From an optimization exercise on the open Yosys and OpenROAD flow, aimed at small area and a short achievable clock period; shortcuts taken in it are not production practice. RTL that was checked went through simulation tests only; none was proved equivalent to the original. Power figures rest on the tool's default switching activity, not on a simulated workload.

Setup of lagoon:
==> module map_xlate, before the edit <==
module map_xlate (
    input  wire        clk,
    input  wire        rst,             
    input  wire        cfg_we,
    input  wire [4:0]  cfg_addr,
    input  wire [63:0] cfg_wdata,
    input  wire        req_valid,
    input  wire [39:0] req_addr,
    input  wire        req_kt3,
    output reg         resp_valid,
    output reg  [4:0]  resp_column,
    output reg  [15:0] resp_row,
    output reg  [3:0]  resp_bank,
    output reg  [1:0]  resp_rank,
    output reg  [3:0]  resp_channel,
    output reg  [2:0]  resp_stack,
    output reg  [3:0]  resp_region,
    output reg         resp_unmapped
);
    localparam NREG  = 16;
    localparam NMASK = 13;
    localparam K     = 3;      
    integer n, j;
    reg        rg_mode  [0:NREG-1];
    reg [3:0]  rg_size  [0:NREG-1];    
    reg [9:0]  rg_base  [0:NREG-1];
    reg [9:1]  rg_rb    [0:NREG-1];
    reg        rg_rb0   [0:NREG-1];    
    reg        rg_lock  [0:NREG-1];
    reg [17:0] mk_mask  [0:NMASK-1];   
    reg        mk_lock  [0:NMASK-1];
    wire [3:0] d_size = cfg_wdata[7:4];
    wire [9:0] d_szm  = (10'd1 << d_size) - 10'd1;
    wire       d_wf   = (d_size <= 4'd10) && ((cfg_wdata[25:16] & d_szm) == 10'd0)
                                          && ((cfg_wdata[41:32] & d_szm) == 10'd0);
    wire [3:0] d_code = !cfg_wdata[0]    ? 4'd15 :
                        (d_size > 4'd10) ? 4'd10 : d_size;
    wire [3:0]  w_code = rst ? 4'd15  : d_code;
    wire [17:0] w_mask = rst ? 18'd0  : cfg_wdata[38:21];
    wire        w_lock = !rst && cfg_wdata[63];
    always @(posedge clk) begin
        for (n = 0; n < NREG; n = n + 1) begin
            if (rst || (cfg_we && cfg_addr == n && !rg_lock[n])) begin
                rg_mode[n]  <= cfg_wdata[1];
                rg_size[n]  <= w_code;
                rg_base[n]  <= cfg_wdata[25:16];
                rg_rb[n]    <= cfg_wdata[41:33];
                rg_lock[n]  <= w_lock;
            end
        end
        for (n = 0; n < NMASK; n = n + 1) begin
            if (rst || (cfg_we && cfg_addr == NREG + n && !mk_lock[n])) begin
                mk_mask[n] <= w_mask;
                mk_lock[n] <= w_lock;
            end
        end
    end
    reg        f_en;
    reg [3:0]  f_idx;
    reg        f_val;
    always @(posedge clk) begin
        f_en  <= cfg_we && !rst && !cfg_addr[4] && !rg_lock[cfg_addr[3:0]];
        f_idx <= cfg_addr[3:0];
        f_val <= cfg_wdata[32] | !d_wf;
        for (n = 0; n < NREG; n = n + 1) begin
            if (rst)
                rg_rb0[n] <= 1'b0;
            else if (f_en && f_idx == n)
                rg_rb0[n] <= f_val;
        end
    end
    reg [9:0] tm [0:NREG-1];
    always @* begin
        for (n = 0; n < NREG; n = n + 1)
            for (j = 0; j < 10; j = j + 1)
                tm[n][j] = (j < rg_size[n]);
    end
    wire [9:0] x0 = req_addr[38:29];
    reg [15:0] c0_d, z0_d;
    reg        c, z, dj;
    always @* begin
        for (n = 0; n < NREG; n = n + 1) begin
            c = 1'b1;
            z = 1'b1;
            for (j = 0; j < K; j = j + 1) begin
                dj = x0[j] ^ ~rg_base[n][j] ^ c;
                c  = (x0[j] & ~rg_base[n][j]) | ((x0[j] | ~rg_base[n][j]) & c);
                z  = z & (!dj | tm[n][j]);
            end
            c0_d[n] = c;
            z0_d[n] = z;
        end
    end
    reg        q_v;
    reg [39:5] q_a;
    reg        q_k;
    reg [15:0] q_c, q_z;
    always @(posedge clk) begin
        q_v <= req_valid & ~rst;
        q_a <= req_addr[39:5];
        q_k <= req_kt3;
        q_c <= c0_d;
        q_z <= z0_d;
    end
    wire [9:0] x1 = q_a[38:29];
    reg [15:0] hit_d;
    always @* begin
        for (n = 0; n < NREG; n = n + 1) begin
            c = q_c[n];
            z = q_z[n];
            for (j = K; j < 10; j = j + 1) begin
                dj = x1[j] ^ ~rg_base[n][j] ^ c;
                c  = (x1[j] & ~rg_base[n][j]) | ((x1[j] | ~rg_base[n][j]) & c);
                z  = z & (!dj | tm[n][j]);
            end
            hit_d[n] = (rg_size[n] != 4'd15) && c && z;
        end
    end
    reg        p_v;
    reg [39:5] p_a;
    reg        p_k;
    reg [15:0] hit;
    always @(posedge clk) begin
        p_v <= q_v & ~rst;
        p_a <= q_a;
        p_k <= q_k;
        hit <= hit_d;
    end
    reg        any, multi;
    reg        s_mode;
    reg [3:0]  s_size, s_reg;
    reg [9:0]  s_rb;
    always @* begin
        any = 1'b0; multi = 1'b0;
        s_mode = 1'b0; s_size = 4'd0; s_rb = 10'd0; s_reg = 4'd0;
        for (n = 0; n < NREG; n = n + 1) begin
            multi  = multi | (any & hit[n]);
            any    = any | hit[n];
            s_mode = s_mode | (hit[n] & rg_mode[n]);
            s_size = s_size | ({4{hit[n]}} & rg_size[n]);
            s_rb   = s_rb   | ({10{hit[n]}} & {rg_rb[n], rg_rb0[n]});
            s_reg  = s_reg  | ({4{hit[n]}} & n[3:0]);
        end
    end
    wire s_wf   = (s_size == 4'd0) || !s_rb[0];
    wire mapped = !p_a[39] && any && !multi && s_wf;
    reg [9:0] t;
    always @* for (j = 0; j < 10; j = j + 1) t[j] = (j < s_size);
    wire [17:0] a_m = p_a[38:21] & {18{~p_k}};
    reg  [12:0] selbits;
    always @* begin
        for (n = 0; n < NMASK; n = n + 1)
            selbits[n] = p_a[8 + n] ^ (p_k & p_a[23 + n]) ^ (^(a_m & mk_mask[n]));
    end
    wire [22:0] a_sh = p_a[38:16] >> s_size;
    wire [12:0] ord  = a_sh[12:0];
    wire [15:0] ra  = s_mode ? p_a[25:10] : p_a[38:23];
    wire [15:0] row = {(ra[15:6] & t) | s_rb, ra[5:0]};
    always @(posedge clk) begin
        resp_valid    <= p_v & ~rst;
        resp_unmapped <= !mapped;
        resp_region   <= mapped ? s_reg : 4'd0;
        resp_row      <= mapped ? row : 16'd0;
        resp_column   <= mapped ? (s_mode ? p_a[9:5] : {p_a[22:21], p_a[7:5]}) : 5'd0;
        resp_channel  <= mapped ? (s_mode ? ord[9:6]   : selbits[3:0])  : 4'd0;
        resp_stack    <= mapped ? (s_mode ? ord[12:10] : selbits[6:4])  : 3'd0;
        resp_bank     <= mapped ? (s_mode ? ord[3:0]   : selbits[10:7]) : 4'd0;
        resp_rank     <= mapped ? (s_mode ? ord[5:4]   : selbits[12:11]): 2'd0;
    end
endmodule
Settings: LEC_CHECK=0, CAP_MARGIN=20, CORE_MARGIN=2, CORE_UTILIZATION=55, SLEW_MARGIN=55; clock period 16.0 ns.
standard.sh (not shown) runs the stock make flow with config.mk's settings and CLKGATE_MAP_FILE= SYNTH_SCRIPT=/design/flow/synth_recipe.tcl, a recipe that flattens the netlist after the stock synthesis.
==> flow/flow/run.sh <==
#!/bin/bash
# Layout flow: the standard flow (standard.sh: the standard synthesis and
# ORFS steps) with two changes:
# - the buffers that ORFS puts on every input and output port are
#   sky130_fd_sc_hd__buf_4 instead of the slow delay cell (clkdlybuf4s50_1)
#   that buffer_ports picks by default; every port still gets its own buffer;
# - clock tree synthesis runs with ORFS's default arguments plus
#   -dont_use_dummy_load, so no dead clock loads are added.
# The full output of the run goes to flow_standard.log here; each ORFS step
# keeps its own log under orfs/logs.
set -euo pipefail
bash standard.sh \
  "BUFFER_PORTS_ARGS=-buffer_cell sky130_fd_sc_hd__buf_4" \
  "CTS_ARGS=-sink_clustering_enable -repair_clock_nets -dont_use_dummy_load" \
  finish > flow_standard.log 2>&1
Modified inputs, cedar compared to lagoon
--- a/flow/design.v
+++ b/flow/design.v
@@ -104,16 +104,17 @@
     end
     wire [9:0] x1 = q_a[38:29];
     reg [15:0] hit_d;
+    reg        c1, z1, dj1;
     always @* begin
         for (n = 0; n < NREG; n = n + 1) begin
-            c = q_c[n];
-            z = q_z[n];
+            c1 = q_c[n];
+            z1 = q_z[n];
             for (j = K; j < 10; j = j + 1) begin
-                dj = x1[j] ^ ~rg_base[n][j] ^ c;
-                c  = (x1[j] & ~rg_base[n][j]) | ((x1[j] | ~rg_base[n][j]) & c);
-                z  = z & (!dj | tm[n][j]);
+                dj1 = x1[j] ^ ~rg_base[n][j] ^ c1;
+                c1 = (x1[j] & ~rg_base[n][j]) | ((x1[j] | ~rg_base[n][j]) & c1);
+                z1 = z1 & (!dj1 | tm[n][j]);
             end
-            hit_d[n] = (rg_size[n] != 4'd15) && c && z;
+            hit_d[n] = (rg_size[n] != 4'd15) && c1 && z1;
         end
     end
     reg        p_v;
==> run summary <==
Looking at the reports, cedar completed the entire flow and the layout it produced met the timing, DRC and antenna checks. lagoon has completed all stages; timing, DRC and antenna checks passed. Re fraction of the mapped netlist area in adder cells: cedar and lagoon aren't equal, and the higher value belongs to cedar. Going from lagoon to cedar, mux share of post-synthesis cell area grows by 0.92 points. Compared with lagoon, cedar shows a fmax that is 2.3 MHz higher. cedar vs lagoon — number of sequential cells climbed slightly. Relative to lagoon, the sequential standard cell area measured on cedar has increased slightly. Compare cedar and lagoon | final setup slack of the worst path higher: cedar. Going from lagoon to cedar, routability congestion estimate has remained practically unchanged, relative contribution of combinational cells to total power saw an increase. Multi-input gate count: cedar lower than lagoon. Sort cedar and lagoon by fraction of the yosys area taken by sequential cells asc -> top: lagoon. Clock-pin transition on the worst setup and hold timing paths: cedar vs lagoon — no meaningful difference.
Only the layout flow was run in lagoon; the RTL was not checked for function there.

* * *

## old
The RTL this note starts from:
==> flow/design.v <==
module map_xlate (
    input  wire        clk,
    input  wire        rst,             
    input  wire        cfg_we,
    input  wire [4:0]  cfg_addr,
    input  wire [63:0] cfg_wdata,
    input  wire        req_valid,
    input  wire [39:0] req_addr,
    input  wire        req_kt3,
    output reg         resp_valid,
    output reg  [4:0]  resp_column,
    output reg  [15:0] resp_row,
    output reg  [3:0]  resp_bank,
    output reg  [1:0]  resp_rank,
    output reg  [3:0]  resp_channel,
    output reg  [2:0]  resp_stack,
    output reg  [3:0]  resp_region,
    output reg         resp_unmapped
);
    localparam NREG  = 16;
    localparam NMASK = 13;
    localparam K     = 2;      
    integer n, j;
    reg        rg_mode  [0:NREG-1];
    reg [3:0]  rg_size  [0:NREG-1];    
    reg [9:0]  rg_nb    [0:NREG-1];    
    reg [9:0]  rg_rb    [0:NREG-1];
    reg        rg_lock  [0:NREG-1];
    reg [17:0] mk_mask  [0:NMASK-1];   
    reg        mk_lock  [0:NMASK-1];
    wire [3:0] w_size = cfg_wdata[7:4];
    wire [3:0] w_code = rst             ? 4'd15 :
                        !cfg_wdata[0]   ? 4'd15 :
                        (w_size > 4'd10) ? 4'd10 : w_size;
    wire       w_lock = !rst && cfg_wdata[63];
    reg [NREG-1:0]  en_r;
    reg [NMASK-1:0] en_m;
    always @* begin
        for (n = 0; n < NREG; n = n + 1)
            en_r[n] = cfg_we && cfg_addr == n && !rg_lock[n];
        for (n = 0; n < NMASK; n = n + 1)
            en_m[n] = cfg_we && cfg_addr == NREG + n && !mk_lock[n];
    end
    always @(posedge clk) begin
        for (n = 0; n < NREG; n = n + 1) begin
            if (rst || en_r[n]) begin
                rg_size[n]      <= w_code;
                rg_nb[n][1:0]   <= ~cfg_wdata[17:16];
                rg_lock[n]      <= w_lock;
            end
        end
        for (n = 0; n < NMASK; n = n + 1) begin
            if (rst || en_m[n])
                mk_lock[n] <= w_lock;
        end
    end
    reg        c_rst, c_acc;
    reg [4:0]  c_addr;
    always @(posedge clk) begin
        c_rst  <= rst;
        c_acc  <= !rst && (|{en_r, en_m});       
        c_addr <= cfg_addr;
    end
    reg        q_v;
    reg [39:5] q_a;
    reg        q_k;
    wire [63:0] c_d;
    assign c_d[63:42] = 22'd0;
    assign c_d[41:40] = q_a[15:14];
    assign c_d[39:16] = q_a[39:16];
    assign c_d[15:8]  = 8'd0;
    assign c_d[7:4]   = q_a[12:9];
    assign c_d[3:2]   = 2'd0;
    assign c_d[1]     = q_a[13];
    assign c_d[0]     = 1'b0;
    wire [3:0] c_size = c_d[7:4];
    wire [9:0] c_szm  = (10'd1 << c_size) - 10'd1;
    wire       c_wf   = (c_size <= 4'd10) && ((c_d[25:16] & c_szm) == 10'd0)
                                          && ((c_d[41:32] & c_szm) == 10'd0);
    always @(posedge clk) begin
        for (n = 0; n < NREG; n = n + 1) begin
            if (c_acc && c_addr == n) begin
                rg_mode[n]      <= c_d[1];
                rg_nb[n][9:2]   <= ~c_d[25:18];
                rg_rb[n]        <= {c_d[41:33], c_d[32] | !c_wf};
            end
        end
        for (n = 0; n < NMASK; n = n + 1) begin
            if (c_rst || (c_acc && c_addr == NREG + n))
                mk_mask[n] <= c_rst ? 18'd0 : c_d[38:21];
        end
    end
    reg [9:0] tm [0:NREG-1];
    always @* begin
        for (n = 0; n < NREG; n = n + 1)
            for (j = 0; j < 10; j = j + 1)
                tm[n][j] = (j < rg_size[n]);
    end
    wire [9:0] x0 = req_addr[38:29];
    reg [15:0] c0_d, z0_d;
    reg        c, z, dj;
    always @* begin
        for (n = 0; n < NREG; n = n + 1) begin
            c = 1'b1;
            z = 1'b1;
            for (j = 0; j < K; j = j + 1) begin
                dj = x0[j] ^ rg_nb[n][j] ^ c;
                c  = (x0[j] & rg_nb[n][j]) | ((x0[j] | rg_nb[n][j]) & c);
                z  = z & (!dj | tm[n][j]);
            end
            c0_d[n] = c;
            z0_d[n] = z;
        end
    end
    reg [15:0] q_c, q_z;
    always @(posedge clk) begin
        q_v <= req_valid & ~rst;
        q_a <= cfg_we ? {cfg_wdata[39:16], cfg_wdata[41:40], cfg_wdata[1], cfg_wdata[7:4], req_addr[8:5]}
                      : req_addr[39:5];
        q_k <= req_kt3;
        q_c <= c0_d;
        q_z <= z0_d;
    end
    wire [9:0] x1 = q_a[38:29];
    reg [15:0] hit_d;
    reg        c1, z1, dj1;
    always @* begin
        for (n = 0; n < NREG; n = n + 1) begin
            c1 = q_c[n];
            z1 = q_z[n];
            for (j = K; j < 10; j = j + 1) begin
                dj1 = x1[j] ^ rg_nb[n][j] ^ c1;
                c1 = (x1[j] & rg_nb[n][j]) | ((x1[j] | rg_nb[n][j]) & c1);
                z1 = z1 & (!dj1 | tm[n][j]);
            end
            hit_d[n] = !q_a[39] && (rg_size[n] != 4'd15) && c1 && z1;
        end
    end
    reg        p_v;
    reg [38:5] p_a;
    reg        p_k;
    reg [15:0] hit;
    always @(posedge clk) begin
        p_v <= q_v & ~rst;
        p_a <= q_a[38:5];
        p_k <= q_k;
        hit <= hit_d;
    end
    reg        any, multi;
    reg        s_mode;
    reg [3:0]  s_size, s_reg;
    reg [9:0]  s_rb;
    always @* begin
        any = 1'b0; multi = 1'b0;
        s_mode = 1'b0; s_size = 4'd0; s_rb = 10'd0; s_reg = 4'd0;
        for (n = 0; n < NREG; n = n + 1) begin
            multi  = multi | (any & hit[n]);
            any    = any | hit[n];
            s_mode = s_mode | (hit[n] & rg_mode[n]);
            s_size = s_size | ({4{hit[n]}} & rg_size[n]);
            s_rb   = s_rb   | ({10{hit[n]}} & rg_rb[n]);
            s_reg  = s_reg  | ({4{hit[n]}} & n[3:0]);
        end
    end
    wire s_wf   = (s_size == 4'd0) || !s_rb[0];
    wire mapped = any && !multi && s_wf;      
    reg [9:0] t;
    always @* for (j = 0; j < 10; j = j + 1) t[j] = (j < s_size);
    wire [17:0] a_m = p_a[38:21] & {18{~p_k}};
    reg  [12:0] selbits;
    always @* begin
        for (n = 0; n < NMASK; n = n + 1)
            selbits[n] = p_a[8 + n] ^ (p_k & p_a[23 + n]) ^ (^(a_m & mk_mask[n]));
    end
    wire [22:0] a_sh = p_a[38:16] >> s_size;
    wire [12:0] ord  = a_sh[12:0];
    wire [15:0] ra  = s_mode ? p_a[25:10] : p_a[38:23];
    wire [15:0] row = {(ra[15:6] & t) | s_rb, ra[5:0]};
    always @(posedge clk) begin
        resp_valid    <= p_v & ~rst;
        resp_unmapped <= !mapped;
        resp_region   <= mapped ? s_reg : 4'd0;
        resp_row      <= mapped ? row : 16'd0;
        resp_column   <= mapped ? (s_mode ? p_a[9:5] : {p_a[22:21], p_a[7:5]}) : 5'd0;
        resp_channel  <= mapped ? (s_mode ? ord[9:6]   : selbits[3:0])  : 4'd0;
        resp_stack    <= mapped ? (s_mode ? ord[12:10] : selbits[6:4])  : 3'd0;
        resp_bank     <= mapped ? (s_mode ? ord[3:0]   : selbits[10:7]) : 4'd0;
        resp_rank     <= mapped ? (s_mode ? ord[5:4]   : selbits[12:11]): 2'd0;
    end
endmodule
export LEC_CHECK = 0
export CAP_MARGIN = 20
export CORE_MARGIN = 2
export CORE_UTILIZATION = 55
export SLEW_MARGIN = 55
create_clock -name core_clock -period 16.0 [get_ports {clk}]
==> flow/flow/run.sh <==
#!/bin/bash
# Layout flow: the standard flow (standard.sh: the standard synthesis and
# ORFS steps) with two changes:
# - the buffers that ORFS puts on every input and output port are
#   sky130_fd_sc_hd__buf_4 instead of the slow delay cell (clkdlybuf4s50_1)
#   that buffer_ports picks by default; every port still gets its own buffer;
# - clock tree synthesis runs with ORFS's default arguments plus
#   -dont_use_dummy_load (no dead clock loads) and sinks clustered
#   by up to 20 within 80 um.
# The full output of the run goes to flow_standard.log here; each ORFS step
# keeps its own log under orfs/logs.
set -euo pipefail
bash standard.sh \
  "BUFFER_PORTS_ARGS=-buffer_cell sky130_fd_sc_hd__buf_4" \
  "CTS_ARGS=-sink_clustering_enable -repair_clock_nets -dont_use_dummy_load -sink_clustering_size 20 -sink_clustering_max_diameter 80" \
  finish > flow_standard.log 2>&1
old completed; timing, DRC and antenna clean
Setup changes, old to new
--- a/flow/design.v
+++ b/flow/design.v
@@ -53,41 +53,32 @@
             if (rst || en_m[n])
                 mk_lock[n] <= w_lock;
         end
     end
-    reg        c_rst, c_acc;
-    reg [4:0]  c_addr;
+    reg                 c_rst;
+    reg [NREG-1:0]      c_en_r;
+    reg [NMASK-1:0]     c_en_m;
+    reg [63:0]          c_d;           
     always @(posedge clk) begin
         c_rst  <= rst;
-        c_acc  <= !rst && (|{en_r, en_m});       
-        c_addr <= cfg_addr;
+        c_en_r <= rst ? {NREG{1'b0}}  : en_r;
+        c_en_m <= rst ? {NMASK{1'b0}} : en_m;
+        c_d    <= cfg_wdata;
     end
-    reg        q_v;
-    reg [39:5] q_a;
-    reg        q_k;
-    wire [63:0] c_d;
-    assign c_d[63:42] = 22'd0;
-    assign c_d[41:40] = q_a[15:14];
-    assign c_d[39:16] = q_a[39:16];
-    assign c_d[15:8]  = 8'd0;
-    assign c_d[7:4]   = q_a[12:9];
-    assign c_d[3:2]   = 2'd0;
-    assign c_d[1]     = q_a[13];
-    assign c_d[0]     = 1'b0;
     wire [3:0] c_size = c_d[7:4];
     wire [9:0] c_szm  = (10'd1 << c_size) - 10'd1;
     wire       c_wf   = (c_size <= 4'd10) && ((c_d[25:16] & c_szm) == 10'd0)
                                           && ((c_d[41:32] & c_szm) == 10'd0);
     always @(posedge clk) begin
         for (n = 0; n < NREG; n = n + 1) begin
-            if (c_acc && c_addr == n) begin
+            if (c_en_r[n]) begin
                 rg_mode[n]      <= c_d[1];
                 rg_nb[n][9:2]   <= ~c_d[25:18];
                 rg_rb[n]        <= {c_d[41:33], c_d[32] | !c_wf};
             end
         end
         for (n = 0; n < NMASK; n = n + 1) begin
-            if (c_rst || (c_acc && c_addr == NREG + n))
+            if (c_rst || c_en_m[n])
                 mk_mask[n] <= c_rst ? 18'd0 : c_d[38:21];
         end
     end
     reg [9:0] tm [0:NREG-1];
@@ -111,13 +102,15 @@
             c0_d[n] = c;
             z0_d[n] = z;
         end
     end
+    reg        q_v;
+    reg [39:5] q_a;
+    reg        q_k;
     reg [15:0] q_c, q_z;
     always @(posedge clk) begin
         q_v <= req_valid & ~rst;
-        q_a <= cfg_we ? {cfg_wdata[39:16], cfg_wdata[41:40], cfg_wdata[1], cfg_wdata[7:4], req_addr[8:5]}
-                      : req_addr[39:5];
+        q_a <= req_addr[39:5];
         q_k <= req_kt3;
         q_c <= c0_d;
         q_z <= z0_d;
     end
### Flow results
- new has simple logic cell fraction of the synthesized area above what old had.
- Sequential cell area grows by a few percent when moving from old to new.
- Between new and old, it is new whose final critical path time including I/O delays and setup is lower, by 0.61 ns.
- Of the two values seen for startpoint of the most critical setup path, cfg_we was produced by old and resp_row[11] by new.
- Well-tap cell count ends up higher on new.
- Delta (new minus old): total vias in the final route fell by 273; number of stages on the worst hold path has remained practically unchanged; adder and majority gate portion of the synthesized area decreased by 0.15 points relative to the old numbers.
- Smallest setup slack after layout up 0.61 ns in new wrt old
- [compare] base=old new=new: worst stage delay on the critical path saw a decrease, final-layout clock buffer total saw an increase.
- Required time at the worst-slack endpoint ended up 3.43 ns lower on new than on old.
- Total power draw, new and old: higher on old
Function not checked in old: the RTL went through the layout flow alone.

[re-timing with driven ports]
Ports are ideal in the flow. The routed layouts listed here were re-timed in OpenROAD.
Step 1, drivers: a clkbuf_16 drives clk and a buf_2 each remaining input, both assumed.
Step 2 also shifts input and output timing later by t, the mid clock arrival at the registers, as if the neighbouring blocks saw the same clock.
Three values: no drivers, after step 1, after step 2; two values: the first two.
| run | shift t [ns] | slack for setup (ns) | clock arrival spread, ns | slew at the worst register clock pin (ns) |
|---|---|---|---|---|
| lagoon | 0.673 | 11.337 / 11.374 / 10.700 | 0.045 / 0.045 | 0.06 / 0.06 |
| cedar | 0.666 | 11.387 / 11.427 / 10.761 | 0.072 / 0.072 | 0.06 / 0.06 |
| old | 0.665 | 11.100 / 11.123 / 10.458 | 0.040 / 0.040 | 0.09 / 0.09 |
| new | 0.669 | 11.707 / 11.642 / 11.097 | 0.061 / 0.061 | 0.09 / 0.09 |
After both steps every run listed still meets setup and hold. For old, which loses most, drivers alone change the setup slack by +0.023 ns; drivers and shift together by -0.642 ns.
